Background: an optimization exercise with open tools, aiming at small area, a short achievable clock period and few clock cycles. Do not read the settings as production practice. Only the layout flow was run in this run; the RTL was not checked for function there. Power and IR drop assume default switching activity.

`design.v`:
```
module crc_block (
    input  wire        clk,
    input  wire        rst,
    input  wire        reg_we,
    input  wire [9:0]  reg_waddr,
    input  wire [31:0] reg_wdata,
    input  wire        reg_re,
    input  wire [9:0]  reg_raddr,
    output reg  [31:0] reg_rdata,
    input  wire        cmd_valid,
    input  wire        cmd_op,
    input  wire [3:0]  cmd_unit,
    output wire        cmd_ready,
    output reg         resp_valid,
    output reg  [7:0]  resp_status,
    input  wire        s_valid,
    output wire        s_ready,
    input  wire [7:0]  s_data,
    input  wire        s_first,
    input  wire        s_last,
    input  wire        s_dir,       
    input  wire [7:0]  s_svc,
    input  wire [15:0] s_peer,
    output reg         r_valid,
    output reg         r_hit,
    output reg  [3:0]  r_unit,
    output reg         r_ok,
    output reg  [10:0] r_len,
    output reg  [31:0] r_crc,
    output reg  [31:0] r_app
);
    localparam [7:0] ST_OK        = 8'h00;
    localparam [7:0] ST_BIND_DUP  = 8'h40;
    localparam [7:0] ST_CFG_RANGE = 8'h41;
    function [7:0] rev8(input [7:0] b);
        integer i;
        begin
            for (i = 0; i < 8; i = i + 1)
                rev8[i] = b[7-i];
        end
    endfunction
    function [31:0] rev32(input [31:0] v);
        integer i;
        begin
            for (i = 0; i < 32; i = i + 1)
                rev32[i] = v[31-i];
        end
    endfunction
    function [31:0] width_mask(input [5:0] w);
        integer i;
        begin
            for (i = 0; i < 32; i = i + 1)
                width_mask[i] = (i < w);
        end
    endfunction
    function [2:0] chk_bytes(input [5:0] w);
        begin
            if (w <= 6'd8)       chk_bytes = 3'd1;
            else if (w <= 6'd16) chk_bytes = 3'd2;
            else if (w <= 6'd24) chk_bytes = 3'd3;
            else                 chk_bytes = 3'd4;
        end
    endfunction
    function [31:0] crc8_al(input [31:0] crc, input [7:0] b, input [31:0] poly);
        reg [31:0] r;
        integer k;
        begin
            r = crc ^ {b, 24'd0};
            for (k = 0; k < 8; k = k + 1)
                r = r[31] ? ((r << 1) ^ poly) : (r << 1);
            crc8_al = r;
        end
    endfunction
    function [31:0] order_bytes(input [31:0] v, input [2:0] c, input order);
        reg [31:0] o;
        integer k;
        begin
            o = 32'd0;
            for (k = 0; k < 4; k = k + 1)
                if (k < c)
                    o[8*k +: 8] = order ? v[8*(c-1-k) +: 8] : v[8*k +: 8];
            order_bytes = o;
        end
    endfunction
    function bindable(input [7:0] svc);
        begin
            bindable = (svc >= 8'h11 && svc <= 8'h1E) ||
                       (svc >= 8'h20 && svc <= 8'h2F) ||
                       (svc >= 8'h31 && svc <= 8'h3F);
        end
    endfunction
    reg [16*6-1:0]  u_width;
    reg [15:0]      u_refin;
    reg [15:0]      u_refout;
    reg [15:0]      u_order;
    reg [15:0]      u_strip;
    reg [16*2-1:0]  u_mode;
    reg [16*32-1:0] u_poly;
    reg [16*32-1:0] u_init;
    reg [16*32-1:0] u_xorout;
    reg [16*8-1:0]  u_svc;
    reg [16*16-1:0] u_peer;
    reg [16*32-1:0] u_check;
    reg [16*32-1:0] u_good;
    reg [16*32-1:0] u_bad;
    reg [15:0]      en;
    reg [15:0]      err;
    reg        a_valid;
    reg [7:0]  a_data;
    reg        a_first;
    reg        a_last;
    reg        a_dir;
    reg [7:0]  a_svc;      
    reg [15:0] a_peer;
    reg        b_valid;
    reg [7:0]  b_data;
    reg        b_first;
    reg        b_last;
    reg        b_dir;
    reg        b_hit;
    reg        b_cmd;
    reg [3:0]  b_unit;
    reg [31:0] f_poly;
    reg [31:0] f_init;
    reg [31:0] f_xm;
    reg [4:0]  f_s;
    reg [2:0]  f_c;
    reg        f_refin;
    reg        f_refout;
    reg        f_order;
    reg        f_strip;
    reg        f_dir;
    reg        f_hit;
    reg        f_cmd;
    reg [3:0]  f_unit;
    reg        c_valid;
    reg [7:0]  c_data;
    reg        c_first;
    reg        c_last;
    reg [31:0] run_crc;
    reg [10:0] run_n;
    reg [31:0] run_hist;    
    reg        q_valid;
    reg [31:0] q_xm;
    reg [4:0]  q_s;
    reg [2:0]  q_c;
    reg        q_refout;
    reg        q_order;
    reg        q_strip;
    reg        q_dir;
    reg        q_hit;
    reg        q_cmd;
    reg [3:0]  q_unit;
    localparam [2:0] C_IDLE = 3'd0, C_W1 = 3'd1, C_CHK1 = 3'd2, C_CHK2 = 3'd3,
                     C_RUN = 3'd4, C_WAIT = 3'd5, C_RESP = 3'd6;
    reg [2:0]  c_state;
    reg        c_op;
    reg [3:0]  c_unit;
    reg [3:0]  c_idx;
    reg [1:0]  c_mode;
    reg        c_rbad;
    reg [7:0]  c_status;
    assign cmd_ready = (c_state == C_IDLE);
    assign s_ready   = 1'b1;
    wire   s_fire    = s_valid;
    wire        rd_sp   = reg_raddr[9] ^ reg_raddr[8];
    wire [3:0]  rd_unit = {~reg_raddr[8], reg_raddr[7:5]};
    wire [2:0]  rd_reg  = reg_raddr[4:2];
    wire        fetch_now = b_valid || (c_state == C_CHK1);
    reg [15:0]  sel_cfg, sel_cnt, sel_chk;
    integer     ui;
    always @(*) begin
        for (ui = 0; ui < 16; ui = ui + 1) begin
            sel_cfg[ui] = fetch_now ? (b_unit == ui) : (rd_sp && rd_unit == ui);
            sel_cnt[ui] = q_valid   ? (q_unit == ui) : (rd_sp && rd_unit == ui);
            sel_chk[ui] = rd_sp && rd_unit == ui && en[ui];
        end
    end
    reg [5:0]  m_width;
    reg        m_refin, m_refout, m_order, m_strip;
    reg [1:0]  m_mode;
    reg [31:0] m_poly, m_init, m_xorout, m_check, m_good, m_bad;
    reg [7:0]  m_svc;
    reg [15:0] m_peer;
    always @(*) begin
        m_width = 6'd0; m_refin = 1'b0; m_refout = 1'b0; m_order = 1'b0; m_strip = 1'b0;
        m_mode = 2'd0; m_poly = 32'd0; m_init = 32'd0; m_xorout = 32'd0;
        m_svc = 8'd0; m_peer = 16'd0; m_check = 32'd0; m_good = 32'd0; m_bad = 32'd0;
        for (ui = 0; ui < 16; ui = ui + 1) begin
            m_width  = m_width  | (u_width[6*ui +: 6]   & {6{sel_cfg[ui]}});
            m_refin  = m_refin  | (u_refin[ui]          & sel_cfg[ui]);
            m_refout = m_refout | (u_refout[ui]         & sel_cfg[ui]);
            m_order  = m_order  | (u_order[ui]          & sel_cfg[ui]);
            m_strip  = m_strip  | (u_strip[ui]          & sel_cfg[ui]);
            m_mode   = m_mode   | (u_mode[2*ui +: 2]    & {2{sel_cfg[ui]}});
            m_poly   = m_poly   | (u_poly[32*ui +: 32]  & {32{sel_cfg[ui]}});
            m_init   = m_init   | (u_init[32*ui +: 32]  & {32{sel_cfg[ui]}});
            m_xorout = m_xorout | (u_xorout[32*ui +: 32] & {32{sel_cfg[ui]}});
            m_svc    = m_svc    | (u_svc[8*ui +: 8]     & {8{sel_cfg[ui]}});
            m_peer   = m_peer   | (u_peer[16*ui +: 16]  & {16{sel_cfg[ui]}});
            m_check  = m_check  | (u_check[32*ui +: 32] & {32{sel_chk[ui]}});
            m_good   = m_good   | (u_good[32*ui +: 32]  & {32{sel_cnt[ui]}});
            m_bad    = m_bad    | (u_bad[32*ui +: 32]   & {32{sel_cnt[ui]}});
        end
    end
    reg [31:0] rdata;
    always @(*) begin
        rdata = 32'd0;
        if (reg_raddr[9:2] == 8'h00) rdata = {16'd0, en};
        if (reg_raddr[9:2] == 8'h01) rdata = {16'd0, err};
        case (rd_reg)
            3'd0: rdata = rdata | {18'd0, m_mode, m_strip, m_order, m_refout, m_refin, 2'd0, m_width};
            3'd1: rdata = rdata | m_poly;
            3'd2: rdata = rdata | m_init;
            3'd3: rdata = rdata | m_xorout;
            3'd4: rdata = rdata | {m_peer, 8'd0, m_svc};
            3'd5: rdata = rdata | m_check;
            3'd6: rdata = rdata | m_good;
            default: rdata = rdata | m_bad;
        endcase
    end
    always @(posedge clk)
        reg_rdata <= rdata;
    reg [15:0] lk_spec, lk_wild, dup_v;
    always @(*) begin
        for (ui = 0; ui < 16; ui = ui + 1) begin
            lk_spec[ui] = en[ui] && u_mode[2*ui + a_dir] && u_svc[8*ui +: 8] == a_svc &&
                          u_peer[16*ui +: 16] != 16'hFFFF && u_peer[16*ui +: 16] == a_peer;
            lk_wild[ui] = en[ui] && u_mode[2*ui + a_dir] && u_svc[8*ui +: 8] == a_svc &&
                          u_peer[16*ui +: 16] == 16'hFFFF;
            dup_v[ui]   = en[ui] && (c_unit != ui) && u_svc[8*ui +: 8] == a_svc &&
                          u_peer[16*ui +: 16] == a_peer && (u_mode[2*ui +: 2] & c_mode) != 2'b00;
        end
    end
    function [3:0] lowest(input [15:0] v);
        integer i;
        begin
            lowest = 4'd0;
            for (i = 15; i >= 0; i = i - 1)
                if (v[i]) lowest = i[3:0];
        end
    endfunction
    wire       lk_hit  = (|lk_spec) || (|lk_wild);
    wire [3:0] lk_unit = (|lk_spec) ? lowest(lk_spec) : lowest(lk_wild);
    wire [5:0]  fw      = m_width;
    wire [5:0]  fs6     = 6'd32 - fw;
    wire [4:0]  fs      = fs6[4:0];
    wire [31:0] fpoly_al = m_poly << fs;
    wire [31:0] finit_al = m_init << fs;
    wire [31:0] fxm     = m_xorout & width_mask(fw);
    wire [2:0]  fc      = chk_bytes(fw);
    wire [31:0] crc_in   = c_first ? f_init : run_crc;
    wire [10:0] n_in     = c_first ? 11'd0 : run_n;
    wire [31:0] hist_in  = c_first ? 32'd0 : run_hist;
    wire        feed     = !f_dir || (n_in >= {8'd0, f_c});
    wire [7:0]  feed_b   = f_dir ? hist_in[8*(f_c-3'd1) +: 8] : c_data;
    wire [7:0]  feed_r   = f_refin ? rev8(feed_b) : feed_b;
    wire [31:0] crc_next = feed ? crc8_al(crc_in, feed_r, f_poly) : crc_in;
    wire [10:0] n_next   = n_in + 11'd1;
    wire [31:0] hist_next = {hist_in[23:0], c_data};
    wire [31:0] fin_u   = q_refout ? rev32(run_crc) : (run_crc >> q_s);
    wire [31:0] fin_chk = fin_u ^ q_xm;
    wire [31:0] fin_app = order_bytes(fin_chk, q_c, q_order);
    reg  [31:0] fin_rx;
    reg         fin_ok;
    reg  [10:0] fin_len;
    integer     k;
    always @(*) begin
        fin_rx = 32'd0;
        for (k = 0; k < 4; k = k + 1)
            if (k < q_c)
                fin_rx[8*k +: 8] = run_hist[8*(q_c-1-k) +: 8];
        if (!q_hit) begin
            fin_ok  = 1'b1;
            fin_len = run_n;
        end else if (!q_dir) begin
            fin_ok  = (run_n >= 11'd4) && (run_n <= 11'd1484 - {8'd0, q_c});
            fin_len = fin_ok ? run_n + {8'd0, q_c} : run_n;
        end else begin
            fin_ok  = (run_n >= {8'd0, q_c} + 11'd4) && (fin_rx == fin_app);
            fin_len = (fin_ok && q_strip) ? run_n - {8'd0, q_c} : run_n;
        end
    end
    wire        res_now  = q_valid && !q_cmd;
    wire        good_now = res_now && q_hit && fin_ok;
    wire        bad_now  = res_now && q_hit && !fin_ok && q_dir;
    wire        chk_now  = q_valid && q_cmd;
    wire [31:0] good_inc = m_good + 32'd1;
    wire [31:0] bad_inc  = m_bad + 32'd1;
    wire        wr_sp   = reg_waddr[9] ^ reg_waddr[8];
    wire [3:0]  wr_unit = {~reg_waddr[8], reg_waddr[7:5]};
    wire [2:0]  wr_reg  = reg_waddr[4:2];
    wire        wr_cfg  = reg_we && wr_sp && (wr_reg == 3'd0);
    wire        wr_poly = reg_we && wr_sp && (wr_reg == 3'd1);
    wire        wr_init = reg_we && wr_sp && (wr_reg == 3'd2);
    wire        wr_xo   = reg_we && wr_sp && (wr_reg == 3'd3);
    wire        wr_bind = reg_we && wr_sp && (wr_reg == 3'd4);
    wire [13:0] d_cfg   = rst ? 14'b00_1_0_1_1_00_100000 : reg_wdata[13:0];
    wire [31:0] d_poly  = rst ? 32'h1EDC_6F41 : reg_wdata;
    wire [31:0] d_init  = rst ? 32'hFFFF_FFFF : reg_wdata;
    wire [31:0] d_xo    = rst ? 32'hFFFF_FFFF : reg_wdata;
    wire [31:0] d_bind  = rst ? 32'hFFFF_0000 : reg_wdata;
    wire [31:0] d_check = rst ? 32'd0 : fin_chk;
    wire [31:0] d_good  = rst ? 32'd0 : good_inc;
    wire [31:0] d_bad   = rst ? 32'd0 : bad_inc;
    genvar g;
    generate
        for (g = 0; g < 16; g = g + 1) begin : unit
            wire wsel = (wr_unit == g) && !en[g];
            always @(posedge clk) begin
                if (rst || (wr_cfg && wsel)) begin
                    u_width[6*g +: 6] <= d_cfg[5:0];
                    u_refin[g]        <= d_cfg[8];
                    u_refout[g]       <= d_cfg[9];
                    u_order[g]        <= d_cfg[10];
                    u_strip[g]        <= d_cfg[11];
                    u_mode[2*g +: 2]  <= d_cfg[13:12];
                end
                if (rst || (wr_poly && wsel))
                    u_poly[32*g +: 32] <= d_poly;
                if (rst || (wr_init && wsel))
                    u_init[32*g +: 32] <= d_init;
                if (rst || (wr_xo && wsel))
                    u_xorout[32*g +: 32] <= d_xo;
                if (rst || (wr_bind && wsel)) begin
                    u_svc[8*g +: 8]    <= d_bind[7:0];
                    u_peer[16*g +: 16] <= d_bind[31:16];
                end
                if (rst || (chk_now && q_unit == g))
                    u_check[32*g +: 32] <= d_check;
                if (rst || (good_now && q_unit == g))
                    u_good[32*g +: 32] <= d_good;
                if (rst || (bad_now && q_unit == g))
                    u_bad[32*g +: 32] <= d_bad;
            end
        end
    endgenerate
    wire c_inj = (c_state == C_RUN);
    always @(posedge clk) begin
        if (rst) begin
            en         <= 16'd0;
            err        <= 16'd0;
            c_state    <= C_IDLE;
            resp_valid <= 1'b0;
            a_valid    <= 1'b0;
            b_valid    <= 1'b0;
            c_valid    <= 1'b0;
            q_valid    <= 1'b0;
            r_valid    <= 1'b0;
        end else begin
            if (reg_we && reg_waddr[9:2] == 8'h01)
                err <= (err | ({15'd0, bad_now} << q_unit)) & ~reg_wdata[15:0];
            else if (bad_now)
                err[q_unit] <= 1'b1;
            resp_valid <= 1'b0;
            case (c_state)
                C_IDLE: begin
                    if (cmd_valid) begin
                        c_op    <= cmd_op;
                        c_unit  <= cmd_unit;
                        c_state <= C_W1;
                    end
                end
                C_W1: begin
                    if (c_op) begin
                        en[c_unit] <= 1'b0;
                        c_status   <= ST_OK;
                        c_state    <= C_RESP;
                    end else
                        c_state <= C_CHK1;
                end
                C_CHK1: begin
                    c_rbad  <= (m_width < 6'd8) || (m_width > 6'd32) ||
                               !bindable(m_svc) || (m_mode == 2'b00);
                    c_mode  <= m_mode;
                    c_state <= C_CHK2;
                end
                C_CHK2: begin
                    if (c_rbad) begin
                        c_status <= ST_CFG_RANGE;
                        c_state  <= C_RESP;
                    end else if (|dup_v) begin
                        c_status <= ST_BIND_DUP;
                        c_state  <= C_RESP;
                    end else begin
                        en[c_unit] <= 1'b1;
                        c_idx      <= 4'd0;
                        c_state    <= C_RUN;
                    end
                end
                C_RUN: begin
                    c_idx <= c_idx + 4'd1;
                    if (c_idx == 4'd8)
                        c_state <= C_WAIT;
                end
                C_WAIT: begin
                    if (chk_now) begin
                        resp_valid  <= 1'b1;
                        resp_status <= ST_OK;
                        c_state     <= C_IDLE;
                    end
                end
                default: begin    
                    resp_valid  <= 1'b1;
                    resp_status <= c_status;
                    c_state     <= C_IDLE;
                end
            endcase
            a_valid <= s_fire;
            b_valid <= a_valid || c_inj;
            c_valid <= b_valid;
            q_valid <= c_valid && c_last;
            r_valid <= res_now;
        end
        if (s_fire) begin
            a_data  <= s_data;
            a_first <= s_first;
            a_last  <= s_last;
        end
        if (s_fire && s_first) begin
            a_dir  <= s_dir;
            a_svc  <= s_svc;
            a_peer <= s_peer;
        end else if (c_state == C_CHK1) begin
            a_svc  <= m_svc;
            a_peer <= m_peer;
        end
        if (c_state != C_IDLE) begin
            b_data  <= 8'h31 + {4'd0, c_idx};
            b_first <= (c_idx == 4'd0);
            b_last  <= (c_idx == 4'd8);
            b_dir   <= 1'b0;
            b_hit   <= 1'b1;
            b_cmd   <= 1'b1;
            b_unit  <= c_unit;
        end else begin
            b_data  <= a_data;
            b_first <= a_first;
            b_last  <= a_last;
            b_dir   <= a_dir;
            b_hit   <= lk_hit;
            b_cmd   <= 1'b0;
            b_unit  <= lk_unit;
        end
        c_data  <= b_data;
        c_first <= b_first;
        c_last  <= b_last;
        if (b_valid && b_first) begin
            f_poly   <= fpoly_al;
            f_init   <= finit_al;
            f_xm     <= fxm;
            f_s      <= fs;
            f_c      <= fc;
            f_refin  <= m_refin;
            f_refout <= m_refout;
            f_order  <= m_order;
            f_strip  <= m_strip;
            f_dir    <= b_dir;
            f_hit    <= b_hit;
            f_cmd    <= b_cmd;
            f_unit   <= b_unit;
        end
        if (c_valid) begin
            run_crc  <= crc_next;
            run_n    <= n_next;
            run_hist <= hist_next;
        end
        if (c_valid && c_last) begin
            q_xm     <= f_xm;
            q_s      <= f_s;
            q_c      <= f_c;
            q_refout <= f_refout;
            q_order  <= f_order;
            q_strip  <= f_strip;
            q_dir    <= f_dir;
            q_hit    <= f_hit;
            q_cmd    <= f_cmd;
            q_unit   <= f_unit;
        end
        if (res_now) begin
            r_hit  <= q_hit;
            r_unit <= q_hit ? q_unit : 4'd0;
            r_ok   <= fin_ok;
            r_len  <= fin_len;
            r_crc  <= q_hit ? fin_chk : 32'd0;
            r_app  <= (q_hit && !q_dir) ? fin_app : 32'd0;
        end
    end
endmodule
```
`run.sh`:
```
#!/bin/bash
# synth_recipe.tcl (not shown) runs the flow's synth.tcl, then flattens the netlist and writes it again
# the make line also repeats each setting of config.mk as NAME=value (left out here)
make -C /OpenROAD-flow-scripts/flow DESIGN_CONFIG=/design/flow/config.mk WORK_HOME=/design/flow/orfs CLKGATE_MAP_FILE= SYNTH_SCRIPT=/design/flow/synth_recipe.tcl finish
```
`config.mk`:
```
export PLATFORM = sky130hd
export DESIGN_NAME = crc_block
export DESIGN_NICKNAME = crc_block
export VERILOG_FILES = /design/flow/design.v
export SDC_FILE = /design/flow/constraint.sdc
export NUM_CORES = 8
export LEC_CHECK = 0
export CAP_MARGIN = 20
export CORE_MARGIN = 2
export CORE_UTILIZATION = 30
export PLACE_DENSITY = 0.4
export SLEW_MARGIN = 20
```
`constraint.sdc`:
```
create_clock -name core_clock -period 18.0 [get_ports {clk}]
set_input_delay 3.6000 -clock core_clock [delete_from_list [all_inputs] [get_ports {clk}]]
set_output_delay 3.6000 -clock core_clock [all_outputs]
set_load 0.01 [all_outputs]
```
==> results by group <==
Placed design
  • DP Area: 0.1859 sq mm
  • Dpl hpwl: 442.7 mm
  • Routability cong.: 0.9026
  • I/O Buffers: 210
  • Post-Place Worst Slack: 5800 ps

Global routing
  • First-pass GRT wire length: 976.5 mm
  • Overflow after GRT: 0
  • Pin count of the biggest net entering global routing: 79
  • Initial antenna violation count: 72
  • Vias in the first global route: 111400
  • Overall Global Routing Usage: 24.08%

Floorplanning
  • Full die area: 0.5821 sq mm
  • Core box area: 0.5736 sq mm
  • Ports: 223
  • Initial Util: 30.13%
  • Chip Height: 763.0 um
  • Row count: 278
  • Die W: 763.0 um

Worst hold path
  • Hold depth: 0
  • Hold Crit Class: reg -> reg

Routing
  • DR DRC count: 0
  • Vias/cell: 5.729
  • Met1 Routed Length: 315.3 mm
  • First-pass DRT Iterations: 6
  • Drt wl/cell: 36.51 um
  • DRT iter0 DRCs: 14040
  • Wire length on met2: 331.5 mm
  • Routed via count: 114000
  • Final ANT Viol Nets: 0
  • Met3 wire len: 53.66 mm
  • Top sig layer: met5
  • Drt total wl: 726.5 mm

Clock tree
  • Post-cts gate resize count: 0
  • Post-CTS Setup Bufs: 0
  • CTS tree: built
  • Clock root buffer master: clkbuf_16
  • CTS Buffer Depth: 4
  • Htree depth: 5
  • TritonCTS buffer count: 457
  • Clock transition at the registers of the reported paths: 60 ps
  • # hold bufs at CTS: 0
  • CTS sink count: 4120
  • Worst skew pair latency: 1040 ps

Setup path
  • CP max-delay cell: clkdlybuf4s50_1
  • Worst Path Required: 18690 ps
  • Crit start category: input pin
  • R2R Setup Slk: 9020 ps
  • Worst-path cell chain: clkdlybuf4s50_1 > nand3_1 > o31ai_4 > buf_4 > buf_4 > a22o_1 > a221oi_1 > and4_1 > nor4_1 > o21ai_0 > nor3_1 > nand3_1 > or2_2 > nor3b_1 > nand2_1 > nor4_1 > xor2_1 > nor2_1
  • Kind of critical path: in -> reg
  • Crit. End Element: flop
  • Worst Setup EP: u_bad[159]
  • R2r endpoint: u_good[0]
  • Reg2Reg Launch Point: q_s[0]
  • CP arrival: 12060 ps
  • Critical path fanouts, max: 34
  • R2R cell count: 18
  • CP peak stage delay: 990 ps
  • CP startpoint: reg_raddr[5]

Layout
  • Non-Filler Cell Area, Final: 0.2012 sq mm
  • Final net count: 12070
  • Commonest non-fill, non-tap cell in the layout: edfxtp_1
  • Area growth syn-to-layout: 16.42%
  • Commonest non-fill, non-tap cells in the layout: 4020 x edfxtp_1, 975 x a22oi_1, 560 x nor2_1
  • Layout cells sized above 1: 12.60%

STA
  • Setup TNS: 0 ps
  • Final min period: 11370 ps
  • RSZ-0062 raised after global routing: false
  • Max-Slew Margin vs Limit: 12.76%
  • Max Fclk: 0.08797 GHz
  • Worst slew pin tran: 1304 ps
  • Max Slew Vio Count: 0
  • Setup ws final: 6633 ps
  • Crit share post-route: 63.15%
  • Hold Worst Slack: 325.7 ps
  • Worst Skew: 78.70 ps
  • Hold Vio Cnt, Final: 0
  • Final setup viols: 0

Synthesis
  • Ys Warns: 5
  • #FFs+latches synth: 4120
  • Post-synth EDFFs: 4020
  • Synth unique cells: 105
  • Main synth FF type: edfxtp_1
  • Sequential area share after synthesis: 71.01%
  • Avg Cell Area, Syn: 14.97 sq um
  • Ys async rst share: 0%
  • Mapped Cells: 11540
  • Syn Std Cell Area: 0.1728 sq mm

Status
  • Status: timing/DRC/antenna clean

Power and ir drop
  • Pleak: 0.06790 uW
  • Worst VDD drop: 201.1 uV
  • Power Density: 135.8 mW/mm^2
  • Total power: 27320 uW

Flow run
  • Number of max-cap violations: 0
[critical path: cells and delay by family]
family          cells  cell delay, ps
simple gates       10            4900
xor+xnor            1             110
compound gates      4            1010
buf+inv             3            2390
[worst min path at each step]
stage / from / end
finish: b_last / c_last
detailed placement: b_last / c_last
CTS: b_last / c_last
floorplan: b_data[0] / c_data[0]
global placement: b_data[6] / c_data[6]
global route: b_data[6] / c_data[6]
[per-stage QoR]
| step | std cells | util [%] |
|---|---|---|
| 2_1_floorplan | 11550 | - |
| 3_3_place_gp | 19020 | 32.40 |
| 3_5_place_dp | 19020 | 32.41 |
| 4_1_cts | 19860 | 35.03 |
| 5_1_grt | 19880 | 35.07 |
| 6_report | 19900 | 35.08 |
[registers in the layout, indices dropped and copies added, names as in the netlist, 96 cells and up, named ones only]
register  cells
u_check     512
u_peer      256
u_good      512
u_poly      512
u_svc       128
u_bad       512
u_width      96
u_init      512
u_xorout    512
[final cells by class]
type                       count  area, sq um
antenna                       35        87.58
clock buffer                 551        11940
clock inverter               287         3087
fill                       54530       372400
inverter                     115        435.4
multi-input combinational   6550        47560
sequential                  4120       122700
tap                         7560         9459
timing repair buffer         680         5901
[cell families (layout without fill, tap and decap cells)]
kind of cell             count (synthesis)  after routing  share of synthesized area [%]
flip-flops                            4120           4120                          71.01
AO/OA/AOI/OAI                         2886           2886                          12.79
AND/OR/NAND/NOR                       2492           2492                          7.121
buffers and inverters                  877           1633                          1.973
XOR/XNOR                               705            705                          3.866
multiplexers                           414            414                          2.890
adder cells (fa/ha/maj)                 46             46                         0.3417
other                                    2             42                       0.004346
[report_power, final]
part           switching, uW  internal, uW
Sequential               486         11600
Clock                   4020          5450
Combinational           3670          2080
[per-layer routing]
| metal | track usage, % | vias up |
|---|---|---|
| met5 | 0 | - |
| met4 | 7.500 | 8 |
| met3 | 4.062 | 977 |
| met2 | 38.29 | 5182 |
| met1 | 33.63 | 60590 |
| li1 | - | 47230 |
[synth_stat cells (51+ instances only)]
cell,count,area (sq um)
a211oi_1,76,570.6
a21o_1,100,750.7
a21oi_1,255,1276
a221oi_1,436,3819
a22o_1,434,3801
a22oi_1,975,7320
a31oi_1,55,344.1
and2_1,73,456.7
buf_1,189,709.4
clkbuf_1,530,1989
dfxtp_1,100,2002
edfxtp_1,4020,120700
inv_1,108,405.4
mux2i_1,302,3023
mux4_2,63,1419
nand2_1,532,1997
nand3_1,438,2192
nand4_1,220,1376
nor2_1,577,2166
nor2b_1,126,788.3
nor3_1,162,810.8
nor4_1,84,525.5
o21ai_0,167,835.8
or2_2,52,325.3
or3_1,51,319.1
xnor2_1,493,4318
xor2_1,175,1533

[static timing again, ports no longer ideal]
In the flow no input, the clock included, has a driving cell. The finished layout below was timed again as built, in two steps.
Step 1, drivers: a clkbuf_16 drives clk and a buf_2 each remaining input, both assumed.
Step 2 times the ports against the registers' clock, not the clock port: input delays grow and output delays shrink by t, the midpoint of the rising clock arrivals with the driver on.
Three values: no drivers, after step 1, after step 2; two values: the first two.
t, ns: 1.150
setup slack, ns: 6.633 / 6.536 / 5.387
hold slack, ns: 0.326 / 0.326 / 0.326
clock arrival spread, ns: 0.095 / 0.095
After both steps setup and hold are still met in this run. For this run, drivers alone change the setup slack by -0.097 ns; drivers and shift together by -1.246 ns.
